Context: an optimization exercise on an open-source flow, tuned for small area, a short achievable clock period and few clock cycles per item. The choices shown serve that exercise and are no tape-out recipe. Only simulation tests tie the RTL to the original design; equivalence was not proved.

## flow/design.v

```verilog
module aes_sbox (
  input  wire [7:0] a,
  output wire [7:0] y
);
  wire U0, U1, U2, U3, U4, U5, U6, U7;
  assign U0 = a[7];
  assign U1 = a[6];
  assign U2 = a[5];
  assign U3 = a[4];
  assign U4 = a[3];
  assign U5 = a[2];
  assign U6 = a[1];
  assign U7 = a[0];
  wire T1, T2, T3, T4, T5, T6, T7, T8, T9, T10, T11, T12, T13, T14, T15, T16, T17, T18, T19, T20, T21, T22, T23, T24, T25, T26, T27, M1, M2, M3, M4, M5, M6, M7, M8, M9, M10, M11, M12, M13, M14, M15, M16, M17, M18, M19, M20, M21, M22, M23, M24, M25, M26, M27, M28, M29, M30, M31, M32, M33, M34, M35, M36, M37, M38, M39, M40, M41, M42, M43, M44, M45, M46, M47, M48, M49, M50, M51, M52, M53, M54, M55, M56, M57, M58, M59, M60, M61, M62, M63, L0, L1, L2, L3, L4, L5, L6, L7, L8, L9, L10, L11, L12, L13, L14, L15, L16, L17, L18, L19, L20, L21, L22, L23, L24, L25, L26, L27, L28, L29, S0, S1, S2, S3, S4, S5, S6, S7;
  assign T1 = U0 ^ U3;
  assign T2 = U0 ^ U5;
  assign T3 = U0 ^ U6;
  assign T4 = U3 ^ U5;
  assign T5 = U4 ^ U6;
  assign T6 = T1 ^ T5;
  assign T7 = U1 ^ U2;
  assign T8 = U7 ^ T6;
  assign T9 = U7 ^ T7;
  assign T10 = T6 ^ T7;
  assign T11 = U1 ^ U5;
  assign T12 = U2 ^ U5;
  assign T13 = T3 ^ T4;
  assign T14 = T6 ^ T11;
  assign T15 = T5 ^ T11;
  assign T16 = T5 ^ T12;
  assign T17 = T9 ^ T16;
  assign T18 = U3 ^ U7;
  assign T19 = T7 ^ T18;
  assign T20 = T1 ^ T19;
  assign T21 = U6 ^ U7;
  assign T22 = T7 ^ T21;
  assign T23 = T2 ^ T22;
  assign T24 = T2 ^ T10;
  assign T25 = T20 ^ T17;
  assign T26 = T3 ^ T16;
  assign T27 = T1 ^ T12;
  assign M1 = T13 & T6;
  assign M2 = T23 & T8;
  assign M3 = T14 ^ M1;
  assign M4 = T19 & U7;
  assign M5 = M4 ^ M1;
  assign M6 = T3 & T16;
  assign M7 = T22 & T9;
  assign M8 = T26 ^ M6;
  assign M9 = T20 & T17;
  assign M10 = M9 ^ M6;
  assign M11 = T1 & T15;
  assign M12 = T4 & T27;
  assign M13 = M12 ^ M11;
  assign M14 = T2 & T10;
  assign M15 = M14 ^ M11;
  assign M16 = M3 ^ M2;
  assign M17 = M5 ^ T24;
  assign M18 = M8 ^ M7;
  assign M19 = M10 ^ M15;
  assign M20 = M16 ^ M13;
  assign M21 = M17 ^ M15;
  assign M22 = M18 ^ M13;
  assign M23 = M19 ^ T25;
  assign M24 = M22 ^ M23;
  assign M25 = M22 & M20;
  assign M26 = M21 ^ M25;
  assign M27 = M20 ^ M21;
  assign M28 = M23 ^ M25;
  assign M29 = M28 & M27;
  assign M30 = M26 & M24;
  assign M31 = M20 & M23;
  assign M32 = M27 & M31;
  assign M33 = M27 ^ M25;
  assign M34 = M21 & M22;
  assign M35 = M24 & M34;
  assign M36 = M24 ^ M25;
  assign M37 = M21 ^ M29;
  assign M38 = M32 ^ M33;
  assign M39 = M23 ^ M30;
  assign M40 = M35 ^ M36;
  assign M41 = M38 ^ M40;
  assign M42 = M37 ^ M39;
  assign M43 = M37 ^ M38;
  assign M44 = M39 ^ M40;
  assign M45 = M42 ^ M41;
  assign M46 = M44 & T6;
  assign M47 = M40 & T8;
  assign M48 = M39 & U7;
  assign M49 = M43 & T16;
  assign M50 = M38 & T9;
  assign M51 = M37 & T17;
  assign M52 = M42 & T15;
  assign M53 = M45 & T27;
  assign M54 = M41 & T10;
  assign M55 = M44 & T13;
  assign M56 = M40 & T23;
  assign M57 = M39 & T19;
  assign M58 = M43 & T3;
  assign M59 = M38 & T22;
  assign M60 = M37 & T20;
  assign M61 = M42 & T1;
  assign M62 = M45 & T4;
  assign M63 = M41 & T2;
  assign L0 = M61 ^ M62;
  assign L1 = M50 ^ M56;
  assign L2 = M46 ^ M48;
  assign L3 = M47 ^ M55;
  assign L4 = M54 ^ M58;
  assign L5 = M49 ^ M61;
  assign L6 = M62 ^ L5;
  assign L7 = M46 ^ L3;
  assign L8 = M51 ^ M59;
  assign L9 = M52 ^ M53;
  assign L10 = M53 ^ L4;
  assign L11 = M60 ^ L2;
  assign L12 = M48 ^ M51;
  assign L13 = M50 ^ L0;
  assign L14 = M52 ^ M61;
  assign L15 = M55 ^ L1;
  assign L16 = M56 ^ L0;
  assign L17 = M57 ^ L1;
  assign L18 = M58 ^ L8;
  assign L19 = M63 ^ L4;
  assign L20 = L0 ^ L1;
  assign L21 = L1 ^ L7;
  assign L22 = L3 ^ L12;
  assign L23 = L18 ^ L2;
  assign L24 = L15 ^ L9;
  assign L25 = L6 ^ L10;
  assign L26 = L7 ^ L9;
  assign L27 = L8 ^ L10;
  assign L28 = L11 ^ L14;
  assign L29 = L11 ^ L17;
  assign S0 = L6 ^ L24;
  assign S1 = ~(L16 ^ L26);
  assign S2 = ~(L19 ^ L28);
  assign S3 = L6 ^ L21;
  assign S4 = L20 ^ L22;
  assign S5 = L25 ^ L29;
  assign S6 = ~(L13 ^ L27);
  assign S7 = ~(L6 ^ L23);
  assign y = {S0, S1, S2, S3, S4, S5, S6, S7};
endmodule
module aes_cmac256 (
  input  wire         clk,
  input  wire         rst,         
  output wire         in_ready,    
  input  wire         key_valid,
  input  wire [255:0] key,
  input  wire         blk_valid,
  input  wire [127:0] blk_data,
  input  wire         blk_last,
  input  wire [4:0]   blk_len,     
  output reg          tag_valid,
  output wire [127:0] tag
);
  reg [255:0] key_r;      
  reg [127:0] k1;         
  reg [127:0] st;         
  reg [255:0] kw;         
  reg [3:0]   rnd;        
  reg         busy;       
  reg         kstart;     
  reg         is_sub;     
  reg         is_last;    
  wire fin = busy && (rnd == 4'd14);
  assign in_ready = (!busy && !kstart) || (fin && !is_last);
  wire hs_key = key_valid && in_ready;
  wire hs_blk = blk_valid && in_ready;
  assign tag = st;
  function automatic [127:0] dbl(input [127:0] x);
    dbl = {x[126:0], 1'b0} ^ (x[127] ? 128'h87 : 128'h0);
  endfunction
  function automatic [7:0] xtime(input [7:0] b);
    xtime = {b[6:0], 1'b0} ^ (b[7] ? 8'h1b : 8'h00);
  endfunction
  function automatic [31:0] mix_col(input [31:0] c);
    reg [7:0] a0, a1, a2, a3, s;
    begin
      a0 = c[31:24]; a1 = c[23:16]; a2 = c[15:8]; a3 = c[7:0];
      s = a0 ^ a1 ^ a2 ^ a3;
      mix_col[31:24] = a0 ^ s ^ xtime(a0 ^ a1);
      mix_col[23:16] = a1 ^ s ^ xtime(a1 ^ a2);
      mix_col[15:8]  = a2 ^ s ^ xtime(a2 ^ a3);
      mix_col[7:0]   = a3 ^ s ^ xtime(a3 ^ a0);
    end
  endfunction
  function automatic [127:0] pad_block(input [127:0] d, input [4:0] len);
    integer i;
    begin
      for (i = 0; i < 16; i = i + 1) begin
        if (i < len)
          pad_block[127-8*i -: 8] = d[127-8*i -: 8];
        else if (i == len)
          pad_block[127-8*i -: 8] = 8'h80;
        else
          pad_block[127-8*i -: 8] = 8'h00;
      end
    end
  endfunction
  wire [127:0] sb;
  genvar g;
  generate
    for (g = 0; g < 16; g = g + 1) begin : g_sbox
      aes_sbox u_sbox (.a(st[127-8*g -: 8]), .y(sb[127-8*g -: 8]));
    end
  endgenerate
  wire [127:0] sr;
  generate
    for (g = 0; g < 16; g = g + 1) begin : g_shift
      localparam integer R = g % 4;
      localparam integer C = g / 4;
      localparam integer SRC = R + 4 * ((C + R) % 4);
      assign sr[127-8*g -: 8] = sb[127-8*SRC -: 8];
    end
  endgenerate
  wire [127:0] mc = {mix_col(sr[127:96]), mix_col(sr[95:64]),
                     mix_col(sr[63:32]),  mix_col(sr[31:0])};
  wire [127:0] rk     = kw[127:0];
  wire [127:0] mid_out = mc ^ rk;    
  wire [127:0] fin_out = sr ^ rk;    
  wire [31:0] last_w = kw[31:0];
  wire        rot    = rnd[0];     
  wire [31:0] sub_in = rot ? {last_w[23:0], last_w[31:24]} : last_w;
  wire [31:0] sub_out;
  generate
    for (g = 0; g < 4; g = g + 1) begin : g_ksbox
      aes_sbox u_sbox (.a(sub_in[31-8*g -: 8]), .y(sub_out[31-8*g -: 8]));
    end
  endgenerate
  reg [7:0] rcon;
  always @(*) begin
    case (rnd)
      4'd1:  rcon = 8'h01;
      4'd3:  rcon = 8'h02;
      4'd5:  rcon = 8'h04;
      4'd7:  rcon = 8'h08;
      4'd9:  rcon = 8'h10;
      4'd11: rcon = 8'h20;
      4'd13: rcon = 8'h40;
      default: rcon = 8'h00;
    endcase
  end
  wire [31:0] t  = sub_out ^ {rcon, 24'h0};
  wire [31:0] n0 = kw[255:224] ^ t;
  wire [31:0] n1 = kw[223:192] ^ n0;
  wire [31:0] n2 = kw[191:160] ^ n1;
  wire [31:0] n3 = kw[159:128] ^ n2;
  wire         full_blk = (blk_len == 5'd16);
  wire         use_k1   = blk_last && full_blk;
  wire         use_k2   = blk_last && !full_blk;
  wire [127:0] p_blk    = blk_last ? pad_block(blk_data, blk_len) : blk_data;
  wire [127:0] k2       = dbl(k1);
  wire [127:0] mask_r   = (use_k1 ? k1 : 128'h0) ^ (use_k2 ? k2 : 128'h0);
  wire [127:0] in_base  = p_blk ^ key_r[255:128];
  wire [127:0] l1       = dbl(fin_out);
  wire [127:0] l2       = dbl(l1);
  wire [127:0] fin_term = is_sub ? ((use_k1 ? l1 : 128'h0) ^ (use_k2 ? l2 : 128'h0))
                                 : (fin_out ^ mask_r);
  wire         chain_ok  = !is_sub && !is_last;
  wire [127:0] idle_term = (chain_ok ? st : 128'h0) ^ mask_r;
  always @(posedge clk) begin
    tag_valid <= 1'b0;
    if (rst) begin
      busy    <= 1'b0;
      kstart  <= 1'b0;
      is_last <= 1'b1;
    end else begin
      kstart <= hs_key;
      if (hs_key)
        key_r <= key;
      if (fin && is_sub)
        k1 <= dbl(fin_out);
      if (busy && !fin) begin
        st  <= mid_out;
        kw  <= {kw[127:0], n0, n1, n2, n3};
        rnd <= rnd + 4'd1;
      end else begin
        kw  <= key_r;
        rnd <= 4'd1;
        if (fin) begin
          tag_valid <= is_last && !is_sub;
          if (hs_blk)
            st <= fin_term ^ in_base;
          else
            st <= fin_out;
        end else if (kstart) begin
          st <= key_r[255:128];         
        end else if (hs_blk) begin
          st <= idle_term ^ in_base;
        end
        busy <= kstart || hs_blk;
        if (kstart) begin
          is_sub  <= 1'b1;
          is_last <= 1'b0;
        end else if (hs_blk) begin
          is_sub  <= 1'b0;
          is_last <= blk_last;
        end
      end
    end
  end
endmodule
```

## flow/run.sh

```bash
#!/bin/bash
# synth_recipe.tcl (not shown) runs the flow's synth.tcl, then flattens the netlist and writes it again
# the make line also repeats each setting of config.mk as NAME=value (left out here)
make -C /OpenROAD-flow-scripts/flow DESIGN_CONFIG=/design/flow/config.mk WORK_HOME=/design/flow/orfs CLKGATE_MAP_FILE= SYNTH_SCRIPT=/design/flow/synth_recipe.tcl finish
```

## flow/config.mk

```make
export PLATFORM = sky130hd
export DESIGN_NAME = aes_cmac256
export DESIGN_NICKNAME = aes_cmac256
export VERILOG_FILES = /design/flow/design.v
export SDC_FILE = /design/flow/constraint.sdc
export NUM_CORES = 4
export LEC_CHECK = 0
export CAP_MARGIN = 20
export CELL_PAD_IN_SITES_DETAIL_PLACEMENT = 1
export CELL_PAD_IN_SITES_GLOBAL_PLACEMENT = 2
export CORE_MARGIN = 2
export CORE_UTILIZATION = 30
export SLEW_MARGIN = 20
```

## flow/constraint.sdc

```tcl
create_clock -name core_clock -period 9.0 [get_ports {clk}]
set_input_delay 1.8000 -clock core_clock [delete_from_list [all_inputs] [get_ports {clk}]]
set_output_delay 1.8000 -clock core_clock [all_outputs]
set_load 0.01 [all_outputs]
```

==> impl_metrics.sql, run 1 <==
INSERT INTO impl_metrics (metric_group, metric, value, unit) VALUES
('outcome', 'run_status', 'no timing/DRC/antenna violations', ''),
('drt', 'detailroute.wirelength.met2', '219000', 'um'),
('grt', 'grt_antenna_before_repair', '33', ''),
('clocking', 'clock_slew_at_the_register_clock_pins_of_the_worst_setup_and_hold_paths', '0.06', 'ns'),
('yosys', 'synthArstFlopShare', '0', ''),
('flow_run', 'total_of_max_cap_violations', '0', ''),
('clocking', 'clk_root_buffer_cell', 'clkbuf_16', ''),
('clocking', 'post_cts.repair.setup_buffers', '0', ''),
('critical_path', 'critical-path-slowest-cell', 'xor2_2', ''),
('drt', 'detail_route.iter0.violations', '10200', ''),
('yosys', 'synthMostInstantiatedCell', 'xnor2_1', ''),
('critical_path', 'cp_cell_sequence', 'xnor2_1 -> xnor2_1 -> xor2_1 -> inv_1 -> ha_1 -> a21boi_0 -> nor3_1 -> o211ai_1 -> and2_1 -> o211ai_1 -> and4_1 -> a221oi_2 -> xnor3_2 -> xor2_2 -> xnor2_1 -> xor2_1 -> o21ai_0 -> xnor2_1 -> a211oi_1', ''),
('yosys', 'netlist.area_leader.share', '0.256', ''),
('die', 'io_pins', '524', ''),
('die', 'core-area', '0.300', 'mm2'),
('yosys', 'synthesis.nets', '10700', ''),
('final_layout', 'final_nets', '11000', ''),
('sta', 'final-max-slew-violation-count', '0', ''),
('grt', 'grt_overflow', '0', ''),
('clocking', 'htree_num_levels', '3', ''),
('yosys', 'synth_sequential_area_ratio', '0.257', ''),
('clocking', 'clock_tree_from_tritoncts', 'yes', ''),
('yosys', 'netlist_top_cells_area', 'edfxtp_1, xnor2_1, xor2_1', ''),
('sta', 'skew', '0.0842', 'ns'),
('yosys', 'syn_avg_cell_area', '8.86', 'um2'),
('critical_path', 'worst_r2r_path_depth', '19', ''),
('die', 'die_h', '553', 'um'),
('clocking', 'ctsResizeCount', '0', ''),
('grt', 'first_pass_grt_wire_length', '695000', 'um'),
('grt', 'grt_pass1_vias', '84700', ''),
('drt', 'antenna_left', '0', ''),
('sta', 'worst_pin_slew', '1.23', 'ns'),
('clocking', 'ctsHoldBuffers', '0', ''),
('yosys', 'yosysWarningCount', '1', ''),
('die', 'initial_core_util', '0.302', ''),
('die', 'die_w', '553', 'um'),
('sta', 'finalSetupTns', '0', 'ns'),
('sta', 'setup_viol', '0', ''),
('placed_design', 'numPortBuffers', '523', ''),
('drt', 'finalWirelength', '508000', 'um'),
('yosys', 'mappedNetlistArea', '0.0905', 'mm2'),
('critical_path', 'critical_path.max_stage_delay', '0.88', 'ns'),
('drt', 'routedLengthMet1', '224000', 'um'),
('clocking', 'clock_tree.buffer_depth', '3', ''),
('critical_path', 'critical_path_cell_count', '19', ''),
('drt', 'drt_pre_antenna_iters', '6', ''),
('drt', 'avgRoutedWirePerCell', '34.8', 'um'),
('critical_path', 'worst_setup_path_category', 'flop to flop', ''),
('clocking', 'clock_sink_count', '777', ''),
('drt', 'routed-wl-met3', '39000', 'um'),
('critical_path', 'timing.critical_path.max_delay_family', 'XOR/XNOR gates', ''),
('sta', 'max_freq', '119', 'MHz'),
('drt', 'viasPerCell', '5.92', ''),
('min_path', 'min_delay_path_depth', '2', ''),
('clocking', 'tritoncts.num_buffers', '104', ''),
('yosys', 'synth_common_cells', 'xnor2_1, nand2_1, xor2_1', ''),
('sta', 'final-hold-violation-count', '0', ''),
('yosys', 'synth_enable_flop_cells', '773', ''),
('critical_path', 'worstSetupEndpointType', 'flop', ''),
('critical_path', 'critical_path.most_common_cell', 'xnor2_1', ''),
('final_layout', 'area_growth', '15.5', '%'),
('die', 'floorplan.rows', '201', ''),
('yosys', 'ys_seq_elements', '777', ''),
('critical_path', 'worstPathArrival', '8.87', 'ns'),
('drt', 'route.top_layer_used', 'met5', ''),
('clocking', 'clock_latency_at_the_later_pin_of_the_worst_skew_pair', '0.79', 'ns'),
('yosys', 'synthesis.instances', '10200', ''),
('critical_path', 'critical_path_peak_fanout', '20', '');
-- registers in the layout (all words and copies together) (netlist names) --
signal and count:
k1 128, kstart 1, st 128, kw 256
rnd 4, busy 1, is_last 1, key_r 256
tag_valid 1, is_sub 1
-- worst paths after layout --
check | startpoint | to | slack [ns]
setup / recovery | st[68] | st[36] | 0.63
hold / removal | key_r[56] | kw[56] | 0.52
setup reg to reg | st[68] | st[36] | 0.63
hold reg to reg | key_r[56] | kw[56] | 0.52
-- routing by layer --
metal	GRT usage	up-vias
li1	-	37200
met1	0.446	44300
met2	0.483	4110
met3	0.0471	729
met4	0.135	4
met5	0	-
-- stage by stage --
step | util | setup WS, ns | instances | area (um2) | hold slack [ns]
2_1_floorplan | - | 0.661 | 10200 | 90500 | 0.429
3_3_place_gp | 0.336 | 0.543 | 14400 | 101000 | 0.509
3_5_place_dp | 0.336 | 0.820 | 14400 | 101000 | 0.506
4_1_cts | 0.348 | 0.816 | 14600 | 104000 | 0.522
5_1_grt | 0.348 | 0.267 | 14600 | 105000 | 0.548
6_report | 0.348 | 0.627 | 14600 | 105000 | 0.520
-- worst register-to-register path: cells and delay by family, from the launching register on --
family                     cells  cell delay [ns]
AOI/OAI and AO/OA              6             1.52
xor gates and xnor gates       8             4.20
adders and majority gates      1             0.35
buffers and inverters          1             0.17
DFF                            1             0.83
and+or+nand+nor                3             1.07
-- final cells by class --
cell class,instances,area (um2)
antenna,13,32.5
clock buffer,119,2680
clock inverter,75,898
fill,34400,196000
inverter,125,474
multi-input combinational,8623,64000
sequential,777,23300
tap,3958,4950
timing repair buffer,895,8190
-- placed cells by master (no fill, tap or decap), types with 32 or more instances in the layout --
cell / count
ha_1: 43
nand2_1: 1356
xor2_1: 818
a211oi_1: 105
mux2i_1: 153
a31oi_1: 85
a221oi_1: 91
nor2b_1: 65
buf_4: 357
o21ai_1: 74
xnor3_1: 206
edfxtp_1: 773
nor3_1: 214
a22oi_1: 160
o21ai_0: 558
clkbuf_16: 105
o211ai_1: 99
nor2_1: 618
clkdlybuf4s50_1: 523
xnor2_1: 1601
xnor2_2: 130
a32oi_1: 33
o2111ai_1: 34
a22o_1: 74
and2_1: 50
mux2_2: 32
xor2_2: 39
or3_1: 44
a21oi_1: 587
o221ai_1: 79
nor4_1: 38
o22ai_1: 163
and3_1: 52
a21o_1: 39
xor3_1: 46
nand2b_1: 37
inv_1: 117
nand4_1: 57
nand3_1: 187
o32ai_1: 36
-- logic make-up (layout without fill, tap and decap cells) --
group	Yosys count	count (layout)	share of synthesized area
flip-flops	777	777	0.257
adder cells (fa/ha/maj)	56	56	0.00741
buffers and inverters	816	1214	0.0392
other	0	13	0
AND/OR/NAND/NOR	2903	2903	0.143
multiplexers	201	201	0.0235
AO/OA/AOI/OAI	2572	2572	0.189
XOR/XNOR	2891	2891	0.341
Testbench counts, summed over its fixed seeds: cycles 10,108, blocks 637.
==> run 2: changes to the inputs <==
==> flow/flow/run.sh (new file) <==
#!/bin/bash
set -euo pipefail
W=$PWD
F=$W/flow
mkdir -p $W/mysynth

# ORFS's synth.tcl with only the ABC script swapped.
python3 - "$FLOW_HOME/scripts/synth.tcl" "$W/mysynth/synth.tcl" "$F/abc_map.script" <<'PY'
import sys
src, dst, script = sys.argv[1:]
s = open(src).read()
old = "  log_cmd abc {*}$abc_args\n"
assert s.count(old) == 1, "synth.tcl changed"
s = s.replace(old, "  set abc_args [lreplace $abc_args 1 1 %s]\n%s" % (script, old))
open(dst, "w").write(s)
PY
grep -q 'source $::env(SCRIPTS_DIR)/synth.tcl' synth_recipe.tcl
sed "s#source \$::env(SCRIPTS_DIR)/synth.tcl#source $W/mysynth/synth.tcl#" synth_recipe.tcl > $W/mysynth/synth_recipe.tcl

# standard.sh's make command, with that script, for the synth target only.
line=$(grep '^make ' standard.sh)
line=${line/SYNTH_SCRIPT=$W\/synth_recipe.tcl/SYNTH_SCRIPT=$W/mysynth/synth_recipe.tcl}
line=${line/\"\$\{@:-finish\}\"/synth}
grep -q "SYNTH_SCRIPT=$W/mysynth/synth_recipe.tcl" <<< "$line"
echo "$line" > $W/mysynth/make_synth.sh
bash $W/mysynth/make_synth.sh > $W/synth.log 2>&1

bash standard.sh > $W/layout.log 2>&1
test -f out/final.def
==> flow/flow/abc_map.script (new file) <==
strash
&get -n
&fraig -x
&put
scorr
dc2
strash
&get -n
&dch -f
&nf
&put
buffer -c
topo
stime -c
upsize -c
dnsize -c
==> flow/standard.sh (new file) <==
#!/bin/bash
# synth_recipe.tcl (not shown) runs the flow's synth.tcl, then flattens the netlist and writes it again
# the make line also repeats each setting of config.mk as NAME=value (left out here)
make -C /OpenROAD-flow-scripts/flow DESIGN_CONFIG=/design/flow/config.mk WORK_HOME=/design/flow/orfs CLKGATE_MAP_FILE= SYNTH_SCRIPT=/design/flow/synth_recipe.tcl "${@:-finish}"
removed: flow/run.sh
==> impl_metrics.sql, run 2 <==
INSERT INTO impl_metrics (metric_group, metric, value, unit) VALUES
('outcome', 'run_status', 'no timing/DRC/antenna violations', ''),
('yosys', 'synthesis.instances', '7527', ''),
('yosys', 'primary_flip_flop_cell_chosen_by_synthesis_mapping', 'edfxtp_1', ''),
('die', 'core-area', '0.237', 'mm2'),
('critical_path', 'critical-path-slowest-cell', 'edfxtp_1', ''),
('drt', 'drt_pre_antenna_iters', '6', ''),
('final_layout', 'area_growth', '17.6', '%'),
('yosys', 'post_synthesis_cell_type_count', '107', ''),
('final_layout', 'top_regs', 'key_r: 256 flops, kw: 256 flops', ''),
('final_layout', 'final_nets', '8390', ''),
('critical_path', 'startpoint_kind_of_the_worst_setup_timing_path', 'flop', ''),
('clocking', 'ctsHoldBuffers', '0', ''),
('yosys', 'synth_sequential_area_ratio', '0.327', ''),
('critical_path', 'worst_setup_path_category', 'flop to flop', ''),
('die', 'floorplan.rows', '179', ''),
('die', 'die_h', '492', 'um'),
('grt', 'grt_antenna_before_repair', '32', ''),
('yosys', 'synth_enable_flop_cells', '773', ''),
('die', 'io_pins', '524', ''),
('critical_path', 'worstPathArrival', '8.24', 'ns'),
('drt', 'antenna_left', '0', ''),
('grt', 'grt_pass1_vias', '61000', ''),
('clocking', 'ctsResizeCount', '0', ''),
('critical_path', 'critical_path_peak_fanout', '24', ''),
('clocking', 'clock_slew_at_the_register_clock_pins_of_the_worst_setup_and_hold_paths', '0.06', 'ns'),
('final_layout', 'finish.utilization', '0.354', ''),
('sta', 'min_clock_period_post_route', '7.76', 'ns'),
('final_layout', 'final_layout_size_suffix_gt1_frac', '0.0649', ''),
('yosys', 'netlist_top_cells_area', 'edfxtp_1, xnor2_1, xor2_1', ''),
('yosys', 'mappedNetlistArea', '0.0713', 'mm2'),
('sta', 'max-slew-margin-rel', '0.203', ''),
('min_path', 'holdCritPathClass', 'flop to flop', ''),
('placed_design', 'hpwl', '305000', 'um'),
('drt', 'number_of_design_rule_violations_left_after_detail_routing', '0', ''),
('placed_design', 'gp_routability_congestion', '0.980', ''),
('final_layout', 'final.fill_count', '26800', ''),
('die', 'die_w', '492', 'um'),
('sta', 'max_freq', '129', 'MHz'),
('drt', 'detail_route.iter0.violations', '6349', ''),
('final_layout', 'final_common_cell', 'xnor2_1', ''),
('sta', 'min_period_over_period', '0.863', ''),
('flow_run', 'total_of_max_cap_violations', '0', ''),
('clocking', 'htree_num_levels', '3', ''),
('grt', 'grt_overflow', '0', ''),
('yosys', 'syn_avg_cell_area', '9.48', 'um2'),
('die', 'design.die.area', '0.242', 'mm2'),
('sta', 'whs', '0.503', 'ns'),
('final_layout', 'layout.cells.most_common_list', 'xnor2_1, nand2_1, xor2_1', ''),
('clocking', 'clock_sink_count', '777', ''),
('sta', 'skew', '0.0588', 'ns'),
('placed_design', 'numPortBuffers', '523', ''),
('yosys', 'synthMostInstantiatedCell', 'xnor2_1', ''),
('yosys', 'synth_common_cells', 'xnor2_1, nand2_1, xor2_1', ''),
('drt', 'viasPerCell', '5.44', ''),
('clocking', 'post_cts.repair.setup_buffers', '0', ''),
('yosys', 'netlist.area_leader.share', '0.325', ''),
('critical_path', 'critical_path_buf_inv_count', '1', ''),
('clocking', 'clock_tree_from_tritoncts', 'yes', ''),
('sta', 'finalSetupTns', '0', 'ns'),
('sta', 'final-hold-violation-count', '0', ''),
('drt', 'avgRoutedWirePerCell', '33.9', 'um'),
('clocking', 'clk_root_buffer_cell', 'clkbuf_16', ''),
('sta', 'worst_pin_slew', '1.19', 'ns'),
('critical_path', 'cp_data_required_time', '9.47', 'ns'),
('sta', 'grt_setup_unrepaired', 'no', ''),
('yosys', 'synthesis.nets', '7964', ''),
('critical_path', 'timing.critical_path.max_delay_family', 'XOR/XNOR gates', ''),
('yosys', 'synthArstFlopShare', '0', ''),
('clocking', 'tritoncts.num_buffers', '100', ''),
('yosys', 'ys_seq_elements', '777', ''),
('yosys', 'yosysWarningCount', '1', ''),
('sta', 'setup_viol', '0', ''),
('drt', 'dr_total_vias', '61000', ''),
('yosys', 'cell_taking_the_most_area_after_synthesis', 'edfxtp_1', ''),
('sta', 'final-max-slew-violation-count', '0', ''),
('clocking', 'clock_latency_at_the_later_pin_of_the_worst_skew_pair', '0.79', 'ns'),
('grt', 'grt_start_max_net_pins', '167', ''),
('critical_path', 'worstSetupEndpointType', 'flop', ''),
('grt', 'grt_util_all_layers', '0.304', ''),
('critical_path', 'critical_path.max_stage_delay', '0.84', 'ns'),
('grt', 'first_pass_grt_wire_length', '515000', 'um'),
('clocking', 'clock_tree.buffer_depth', '3', ''),
('critical_path', 'cp_cell_sequence', 'buf_12 -> mux2i_1 -> xnor2_1 -> xnor2_1 -> xor2_1 -> ha_1 -> xor2_1 -> xnor2_1 -> xnor2_1 -> o21bai_1 -> a21oi_1 -> a31o_2 -> nand2_2 -> xor2_2 -> xnor2_2 -> xnor2_1 -> xor2_1 -> xor2_1 -> xor2_1 -> a21oi_1', ''),
('die', 'initial_core_util', '0.301', ''),
('drt', 'finalWirelength', '380000', 'um');
run 2: cell types whose count changed after synthesis, sizes merged, moves of 126 or more:
| cell | before | now |
|---|---|---|
| a21oi | 595 | 466 |
| buf | 306 | 120 |
| clkbuf | 385 | 235 |
| nand2 | 1363 | 1017 |
| nand3 | 189 | 63 |
| nor2 | 647 | 389 |
| nor3 | 226 | 31 |
| o22ai | 166 | 33 |
| xnor2 | 1755 | 1547 |
run 2: cells by family after synthesis:
family / count (synthesis) / synth area share
AO/OA/AOI/OAI: 1774 / 0.155
XOR/XNOR: 2645 / 0.371
adder cells (fa/ha/maj): 43 / 0.00754
buffers and inverters: 498 / 0.0289
flip-flops: 777 / 0.327
multiplexers: 56 / 0.00819
AND/OR/NAND/NOR: 1734 / 0.103
run 2: worst register-to-register path, delay by kind of cell, from the launching register on:
kind,cells,cell delay [ns]
muxes,1,0.62
and+or+nand+nor,1,0.09
adders and majority gates,1,0.30
xor gates and xnor gates,12,4.41
AOI/OAI and AO/OA,4,0.92
DFF,1,0.84
buffers and inverters,1,0.31
run 2: final timing paths:
check,startpoint,endpoint,slack [ns],cells past startpoint
setup / recovery,rnd[0],kw[4],1.24,20
hold / removal,key_r[106],kw[106],0.50,2
setup reg to reg,rnd[0],kw[4],1.24,20
hold reg to reg,key_r[106],kw[106],0.50,2
run 2: cell type report:
| type | count | area [um2] | area share |
|---|---|---|---|
| multi-input combinational | 6252 | 46100 | 0.549 |
| sequential | 777 | 23300 | 0.278 |
| timing repair buffer | 680 | 6610 | 0.0788 |
| tap | 3167 | 3960 | 0.0472 |
| clock buffer | 125 | 2650 | 0.0316 |
| clock inverter | 61 | 736 | 0.00877 |
| inverter | 142 | 543 | 0.00647 |
| antenna | 8 | 20.0 | 0.000239 |
run 2: layer usage:
metal | track usage | vias to the layer above | share of wire
met3 | 0.0409 | 370 | 0.066
met5 | 0 | - | 0
met4 | 0.105 | 0 | 0.038
met1 | 0.435 | 31200 | 0.46
li1 | - | 27100 | -
met2 | 0.469 | 2389 | 0.44
run 2: through the flow:
stage	worst slack [ns]	cell area, um2	std cells
floorplan	0.657	71300	7527
global placement	1.01	80400	11000
detailed placement	1.20	80500	11000
CTS	1.18	83800	11200
global route	0.794	83900	11200
finish	1.24	83900	11200
==> run 3: changes to the inputs <==
--- a/flow/design.v
+++ b/flow/design.v
@@ -165,7 +165,7 @@
   reg         is_sub;     
   reg         is_last;    
   wire fin = busy && (rnd == 4'd14);
-  assign in_ready = (!busy && !kstart) || (fin && !is_last);
+  assign in_ready = (!busy && !kstart) || (fin && !is_last && !is_sub);
   wire hs_key = key_valid && in_ready;
   wire hs_blk = blk_valid && in_ready;
   assign tag = st;
@@ -254,12 +254,10 @@
   wire [127:0] k2       = dbl(k1);
   wire [127:0] mask_r   = (use_k1 ? k1 : 128'h0) ^ (use_k2 ? k2 : 128'h0);
   wire [127:0] in_base  = p_blk ^ key_r[255:128];
-  wire [127:0] l1       = dbl(fin_out);
-  wire [127:0] l2       = dbl(l1);
-  wire [127:0] fin_term = is_sub ? ((use_k1 ? l1 : 128'h0) ^ (use_k2 ? l2 : 128'h0))
-                                 : (fin_out ^ mask_r);
-  wire         chain_ok  = !is_sub && !is_last;
-  wire [127:0] idle_term = (chain_ok ? st : 128'h0) ^ mask_r;
+  wire         chain_ok = !is_sub && !is_last;
+  wire [127:0] chain_v  = fin ? fin_out : (chain_ok ? st : 128'h0);
+  wire [127:0] blk_in   = chain_v ^ mask_r ^ in_base;
+  wire run = busy && !fin;    
   always @(posedge clk) begin
     tag_valid <= 1'b0;
     if (rst) begin
@@ -267,38 +265,37 @@
       kstart  <= 1'b0;
       is_last <= 1'b1;
     end else begin
-      kstart <= hs_key;
-      if (hs_key)
-        key_r <= key;
-      if (fin && is_sub)
-        k1 <= dbl(fin_out);
-      if (busy && !fin) begin
-        st  <= mid_out;
-        kw  <= {kw[127:0], n0, n1, n2, n3};
-        rnd <= rnd + 4'd1;
-      end else begin
-        kw  <= key_r;
-        rnd <= 4'd1;
-        if (fin) begin
-          tag_valid <= is_last && !is_sub;
-          if (hs_blk)
-            st <= fin_term ^ in_base;
-          else
-            st <= fin_out;
-        end else if (kstart) begin
-          st <= key_r[255:128];         
-        end else if (hs_blk) begin
-          st <= idle_term ^ in_base;
-        end
-        busy <= kstart || hs_blk;
-        if (kstart) begin
-          is_sub  <= 1'b1;
-          is_last <= 1'b0;
-        end else if (hs_blk) begin
-          is_sub  <= 1'b0;
-          is_last <= blk_last;
-        end
+      kstart    <= hs_key;
+      busy      <= run || kstart || hs_blk;
+      tag_valid <= fin && is_last && !is_sub;
+      if (kstart) begin
+        is_sub  <= 1'b1;
+        is_last <= 1'b0;
+      end else if (hs_blk) begin
+        is_sub  <= 1'b0;
+        is_last <= blk_last;
       end
     end
   end
+  always @(posedge clk) begin
+    if (hs_key)
+      key_r <= key;
+    if (fin && is_sub)
+      k1 <= dbl(fin_out);
+    if (run) begin
+      kw  <= {kw[127:0], n0, n1, n2, n3};
+      rnd <= rnd + 4'd1;
+    end else begin
+      kw  <= key_r;
+      rnd <= 4'd1;
+    end
+    if (run)
+      st <= mid_out;
+    else if (hs_blk)
+      st <= blk_in;
+    else if (kstart)
+      st <= key_r[255:128];           
+    else if (fin)
+      st <= fin_out;
+  end
 endmodule
--- a/flow/config.mk
+++ b/flow/config.mk
@@ -9,5 +9,6 @@
 export CELL_PAD_IN_SITES_DETAIL_PLACEMENT = 1
 export CELL_PAD_IN_SITES_GLOBAL_PLACEMENT = 2
 export CORE_MARGIN = 2
-export CORE_UTILIZATION = 30
+export CORE_UTILIZATION = 60
+export PLACE_DENSITY = 0.72
 export SLEW_MARGIN = 20
==> impl_metrics.sql, run 3 <==
INSERT INTO impl_metrics (metric_group, metric, value, unit) VALUES
('outcome', 'run_status', 'aborted with a tool error', ''),
('outcome', 'failing_step', 'global placement (3_3_place_gp)', ''),
('outcome', 'first_error', '[ERROR GPL-0301] Utilization 105.907 % exceeds 100%.', ''),
('yosys', 'cell_taking_the_most_area_after_synthesis', 'edfxtp_1', ''),
('yosys', 'synth_common_cells', 'xnor2_1, nand2_1, xor2_1', ''),
('die', 'initial_core_util', '0.602', ''),
('yosys', 'syn_avg_cell_area', '9.71', 'um2'),
('yosys', 'netlist.area_leader.share', '0.240', ''),
('yosys', 'synth_enable_flop_cells', '513', ''),
('die', 'die_w', '331', 'um'),
('yosys', 'synth_sequential_area_ratio', '0.322', ''),
('yosys', 'synthMostInstantiatedCell', 'xnor2_1', ''),
('die', 'floorplan.rows', '120', ''),
('yosys', 'synthesis.instances', '6622', ''),
('yosys', 'synthesis.nets', '7059', ''),
('yosys', 'yosysWarningCount', '1', ''),
('yosys', 'post_synthesis_cell_type_count', '107', ''),
('yosys', 'netlist_top_cells_area', 'edfxtp_1, xnor2_1, xor2_1', ''),
('yosys', 'primary_flip_flop_cell_chosen_by_synthesis_mapping', 'edfxtp_1', ''),
('yosys', 'ys_seq_elements', '777', ''),
('placed_design', 'numPortBuffers', '523', ''),
('yosys', 'mappedNetlistArea', '0.0643', 'mm2'),
('yosys', 'synthArstFlopShare', '0', ''),
('die', 'die_h', '331', 'um'),
('die', 'io_pins', '524', '');
[run 3: cell families after synthesis]
group           share of synthesized area
compound gates                      0.141
buf+inv                            0.0264
mux                                0.0118
simple gates                       0.0928
fa+ha+maj                         0.00837
xor+xnor                            0.398
flops                               0.322
Testbench counts of run 3, summed over its fixed seeds: cycles 10,174, blocks 637.
==> run 4: changes to the inputs <==
--- a/flow/flow/run.sh
+++ b/flow/flow/run.sh
@@ -25,5 +25,6 @@
 echo "$line" > $W/mysynth/make_synth.sh
 bash $W/mysynth/make_synth.sh > $W/synth.log 2>&1
 
+export BUFFER_PORTS_ARGS="-buffer_cell sky130_fd_sc_hd__buf_1"
 bash standard.sh > $W/layout.log 2>&1
 test -f out/final.def
--- a/flow/config.mk
+++ b/flow/config.mk
@@ -11,4 +11,5 @@
 export CORE_MARGIN = 2
 export CORE_UTILIZATION = 60
 export PLACE_DENSITY = 0.72
+export SETUP_SLACK_MARGIN = 3
 export SLEW_MARGIN = 20
==> impl_metrics.sql, run 4 <==
INSERT INTO impl_metrics (metric_group, metric, value, unit) VALUES
('outcome', 'run_status', 'aborted with a tool error', ''),
('outcome', 'failing_step', 'global placement (3_3_place_gp)', ''),
('outcome', 'first_error', '[ERROR GPL-0301] Utilization 101.734 % exceeds 100%.', ''),
('die', 'die_w', '331', 'um'),
('yosys', 'ys_seq_elements', '777', ''),
('placed_design', 'numPortBuffers', '523', ''),
('die', 'initial_core_util', '0.602', ''),
('yosys', 'synth_sequential_area_ratio', '0.322', ''),
('yosys', 'netlist.area_leader.share', '0.240', ''),
('yosys', 'synthMostInstantiatedCell', 'xnor2_1', ''),
('yosys', 'synth_common_cells', 'xnor2_1, nand2_1, xor2_1', ''),
('yosys', 'mappedNetlistArea', '0.0643', 'mm2'),
('yosys', 'synthArstFlopShare', '0', ''),
('yosys', 'yosysWarningCount', '1', ''),
('yosys', 'synth_enable_flop_cells', '513', ''),
('yosys', 'synthesis.instances', '6622', ''),
('die', 'floorplan.rows', '120', ''),
('yosys', 'cell_taking_the_most_area_after_synthesis', 'edfxtp_1', ''),
('yosys', 'netlist_top_cells_area', 'edfxtp_1, xnor2_1, xor2_1', ''),
('die', 'die_h', '331', 'um'),
('yosys', 'synthesis.nets', '7059', ''),
('yosys', 'syn_avg_cell_area', '9.71', 'um2'),
('yosys', 'post_synthesis_cell_type_count', '107', ''),
('yosys', 'primary_flip_flop_cell_chosen_by_synthesis_mapping', 'edfxtp_1', ''),
('die', 'io_pins', '524', '');
## run 4: logic make-up after synthesis
| kind of cell | after synthesis | share of synthesized area |
|---|---|---|
| AOI/OAI and AO/OA | 1468 | 0.141 |
| muxes | 59 | 0.0118 |
| buffers and inverters | 426 | 0.0264 |
| DFF | 777 | 0.322 |
| xor gates and xnor gates | 2465 | 0.398 |
| and+or+nand+nor | 1384 | 0.0928 |
| adders and majority gates | 43 | 0.00837 |
==> run 5: changes to the inputs <==
--- a/flow/design.v
+++ b/flow/design.v
@@ -165,7 +165,9 @@
   reg         is_sub;     
   reg         is_last;    
   wire fin = busy && (rnd == 4'd14);
-  assign in_ready = (!busy && !kstart) || (fin && !is_last && !is_sub);
+  wire can_blk = !kstart && (!busy || (fin && !is_last && !is_sub));
+  wire can_key = !kstart && (!busy || is_last);
+  assign in_ready = key_valid ? can_key : can_blk;
   wire hs_key = key_valid && in_ready;
   wire hs_blk = blk_valid && in_ready;
   assign tag = st;
@@ -265,10 +267,13 @@
       kstart  <= 1'b0;
       is_last <= 1'b1;
     end else begin
-      kstart    <= hs_key;
-      busy      <= run || kstart || hs_blk;
+      if (hs_key)
+        kstart <= 1'b1;
+      else if (!busy)
+        kstart <= 1'b0;
+      busy      <= run || (kstart && !busy) || hs_blk;
       tag_valid <= fin && is_last && !is_sub;
-      if (kstart) begin
+      if (kstart && !busy) begin
         is_sub  <= 1'b1;
         is_last <= 1'b0;
       end else if (hs_blk) begin
@@ -293,7 +298,7 @@
       st <= mid_out;
     else if (hs_blk)
       st <= blk_in;
-    else if (kstart)
+    else if (kstart && !busy)
       st <= key_r[255:128];           
     else if (fin)
       st <= fin_out;
==> flow/config.mk (replaced) <==
export PLATFORM = sky130hd
export DESIGN_NAME = aes_cmac256
export DESIGN_NICKNAME = aes_cmac256
export VERILOG_FILES = /design/flow/design.v
export SDC_FILE = /design/flow/constraint.sdc
export NUM_CORES = 4
export LEC_CHECK = 0
export CAP_MARGIN = 20
export CORE_MARGIN = 2
export CORE_UTILIZATION = 55
export PLACE_DENSITY = 0.65
export SLEW_MARGIN = 20
==> impl_metrics.sql, run 5 <==
INSERT INTO impl_metrics (metric_group, metric, value, unit) VALUES
('critical_path', 'cp_data_required_time', '9.56', 'ns'),
('sta', 'final-max-slew-violation-count', '0', ''),
('grt', 'grt_overflow', '0', ''),
('die', 'io_pins', '524', ''),
('final_layout', 'layout.cells.most_common_list', 'xnor2_1, nand2_1, xor2_1', ''),
('critical_path', 'worstSetupEndpointType', 'flop', ''),
('drt', 'antenna_left', '0', ''),
('grt', 'grt_util_all_layers', '0.413', ''),
('sta', 'finalSetupTns', '0', 'ns'),
('die', 'die_h', '344', 'um'),
('final_layout', 'storage_element_area', '0.0207', 'mm2'),
('drt', 'finalWirelength', '251000', 'um'),
('grt', 'grt_pass1_vias', '49400', ''),
('clocking', 'clk_root_buffer_cell', 'clkbuf_16', ''),
('yosys', 'synth_common_cells', 'xnor2_1, nand2_1, xor2_1', ''),
('critical_path', 'critical-path-slowest-cell', 'dfxtp_2', ''),
('die', 'design.die.area', '0.119', 'mm2'),
('clocking', 'htree_num_levels', '3', ''),
('critical_path', 'critical_path.max_stage_delay', '1.05', 'ns'),
('outcome', 'run_status', 'no timing/DRC/antenna violations', ''),
('critical_path', 'worstPathArrival', '8.10', 'ns'),
('critical_path', 'startpoint_kind_of_the_worst_setup_timing_path', 'flop', ''),
('drt', 'avgRoutedWirePerCell', '29.0', 'um'),
('sta', 'worst_pin_slew', '1.28', 'ns'),
('clocking', 'ctsResizeCount', '0', ''),
('critical_path', 'worst_setup_path_category', 'flop to flop', ''),
('clocking', 'tritoncts.num_buffers', '91', ''),
('drt', 'number_of_design_rule_violations_left_after_detail_routing', '0', ''),
('yosys', 'synthArstFlopShare', '0', ''),
('final_layout', 'final_nets', '7509', ''),
('clocking', 'clock_latency_at_the_later_pin_of_the_worst_skew_pair', '0.73', 'ns'),
('placed_design', 'hpwl', '196000', 'um'),
('drt', 'detail_route.iter0.violations', '7570', ''),
('die', 'die_w', '344', 'um'),
('yosys', 'syn_avg_cell_area', '9.57', 'um2'),
('die', 'core-area', '0.115', 'mm2'),
('critical_path', 'cp_cell_sequence', 'mux2i_1 -> xnor2_1 -> xnor2_1 -> xnor2_1 -> inv_1 -> ha_1 -> or3_1 -> and2_1 -> xor2_1 -> nor2_1 -> o32ai_2 -> mux2_2 -> nand2_1 -> xnor2_2 -> xor2_2 -> xnor3_1 -> xor2_1 -> xnor2_1 -> xor2_1 -> a21oi_1', ''),
('critical_path', 'critical_path_peak_fanout', '37', ''),
('critical_path', 'timing.critical_path.max_delay_family', 'XOR/XNOR gates', ''),
('placed_design', 'gp_routability_congestion', '1.04', ''),
('flow_run', 'total_of_max_cap_violations', '0', ''),
('sta', 'whs', '0.438', 'ns'),
('sta', 'final-hold-violation-count', '0', ''),
('final_layout', 'final_common_cell', 'xnor2_1', ''),
('clocking', 'post_cts.repair.setup_buffers', '0', ''),
('final_layout', 'top_regs', 'key_r: 256 flops, kw: 256 flops', ''),
('yosys', 'synthesis.instances', '6664', ''),
('yosys', 'yosysWarningCount', '1', ''),
('yosys', 'mappedNetlistArea', '0.0638', 'mm2'),
('yosys', 'synth_sequential_area_ratio', '0.325', ''),
('yosys', 'netlist.area_leader.share', '0.242', ''),
('clocking', 'clock_tree_from_tritoncts', 'yes', ''),
('yosys', 'post_synthesis_cell_type_count', '103', ''),
('yosys', 'netlist_top_cells_area', 'edfxtp_1, xnor2_1, xor2_1', ''),
('die', 'initial_core_util', '0.556', ''),
('min_path', 'holdCritPathClass', 'flop to flop', ''),
('critical_path', 'critical_path.most_common_cell', 'xnor2_1', ''),
('yosys', 'synthMostInstantiatedCell', 'xnor2_1', ''),
('final_layout', 'final.fill_count', '9956', ''),
('clocking', 'clock_sink_count', '777', ''),
('yosys', 'cell_taking_the_most_area_after_synthesis', 'edfxtp_1', ''),
('sta', 'max_freq', '133', 'MHz'),
('yosys', 'primary_flip_flop_cell_chosen_by_synthesis_mapping', 'edfxtp_1', ''),
('placed_design', 'numPortBuffers', '523', ''),
('grt', 'grt_antenna_before_repair', '17', ''),
('drt', 'viasPerCell', '6.14', ''),
('sta', 'min_period_over_period', '0.837', ''),
('grt', 'first_pass_grt_wire_length', '351000', 'um');
-- run 5: cell count changes after synthesis, moves of 20 or more --
cell	previous run	this run
inv_1	150	81
nand2_1	727	907
xnor2_2	75	50
a31oi_1	52	20
a22o_1	59	29
xor2_1	634	654
nor2_1	341	399
o21ai_1	46	15
a21oi_1	351	301
-- run 5: metrics by stage --
step           instances  setup slack (ns)  utilization  cell area (um2)
6_report            8666              1.46        0.612            70200
5_1_grt             8663              1.10        0.612            70200
4_1_cts             8662              1.58        0.612            70200
3_5_place_dp        8491              1.66        0.585            67100
3_3_place_gp        8491              1.70        0.585            67100
2_1_floorplan       6664            0.0649            -            63800
-- run 5: cell families after synthesis --
logic type / count (synthesis) / share of synthesized area
and+or+nand+nor: 1644 / 0.109
DFF: 777 / 0.325
AOI/OAI and AO/OA: 1318 / 0.129
adders and majority gates: 43 / 0.00844
xor gates and xnor gates: 2468 / 0.396
buffers and inverters: 352 / 0.0222
muxes: 62 / 0.0105
-- run 5: routing by layer --
metal  vias up  track usage  part of all wire
met5         -            0           0.00037
met4        14        0.182             0.053
met3       575        0.116              0.14
met2      3660        0.583              0.41
met1     25400        0.586              0.40
li1      23600            -                 -
-- run 5: worst paths after layout --
check | from | end | slack (ns) | cells past startpoint
max | rnd[0] | kw[26] | 1.46 | 20
min | key_r[59] | kw[59] | 0.44 | 2
max reg2reg | rnd[0] | kw[26] | 1.46 | 20
min reg2reg | key_r[59] | kw[59] | 0.44 | 2
-- run 5: layout make-up --
class	instances	share of cell area
Antenna cell	4	0.000143
Clock buffer	115	0.0355
Sequential cell	777	0.295
Timing Repair Buffer	586	0.0354
Clock inverter	56	0.00808
Tap cell	1512	0.0270
Multi-Input combinational cell	5535	0.595
Inverter	81	0.00440
-- run 5: worst min-delay path, stage by stage, from the launching register on --
cell      delay (ns)
edfxtp_1        0.33
nand2_1         0.04
o21ai_0         0.05
Testbench counts of run 5, summed over its fixed seeds: cycles 10,116, blocks 637.

-- what the ideal ports hide --
In the flow no input, the clock included, has a driving cell. The finished layouts below were timed again as built, in two steps. Step 1 (the two cells are an assumption about what drives the block):
set clk [get_ports {clk}]
set_driving_cell -lib_cell sky130_fd_sc_hd__clkbuf_16 $clk
set_driving_cell -lib_cell sky130_fd_sc_hd__buf_2 [delete_from_list [all_inputs] $clk]
Step 2 moves the port delays by t, midway between the first and last clock arrival at a register: inputs arrive t later, outputs are due t later. That takes back most of the time a late clock gives input paths. a / b / c = ideal / step 1 / step 2; a / b = the first two.
run | shift t [ns] | setup WS [ns] | worst setup path after step 2 | worst register clock-pin slew, ns
run 1 | 0.873 | 0.627 / 0.627 / 0.627 | register to register | 0.07 / 0.07
run 2 | 0.853 | 1.236 / 1.236 / 1.236 | register to register | 0.07 / 0.07
run 5 | 0.788 | 1.463 / 1.463 / 1.463 | register to register | 0.07 / 0.07
After both steps every run listed still meets setup and hold.
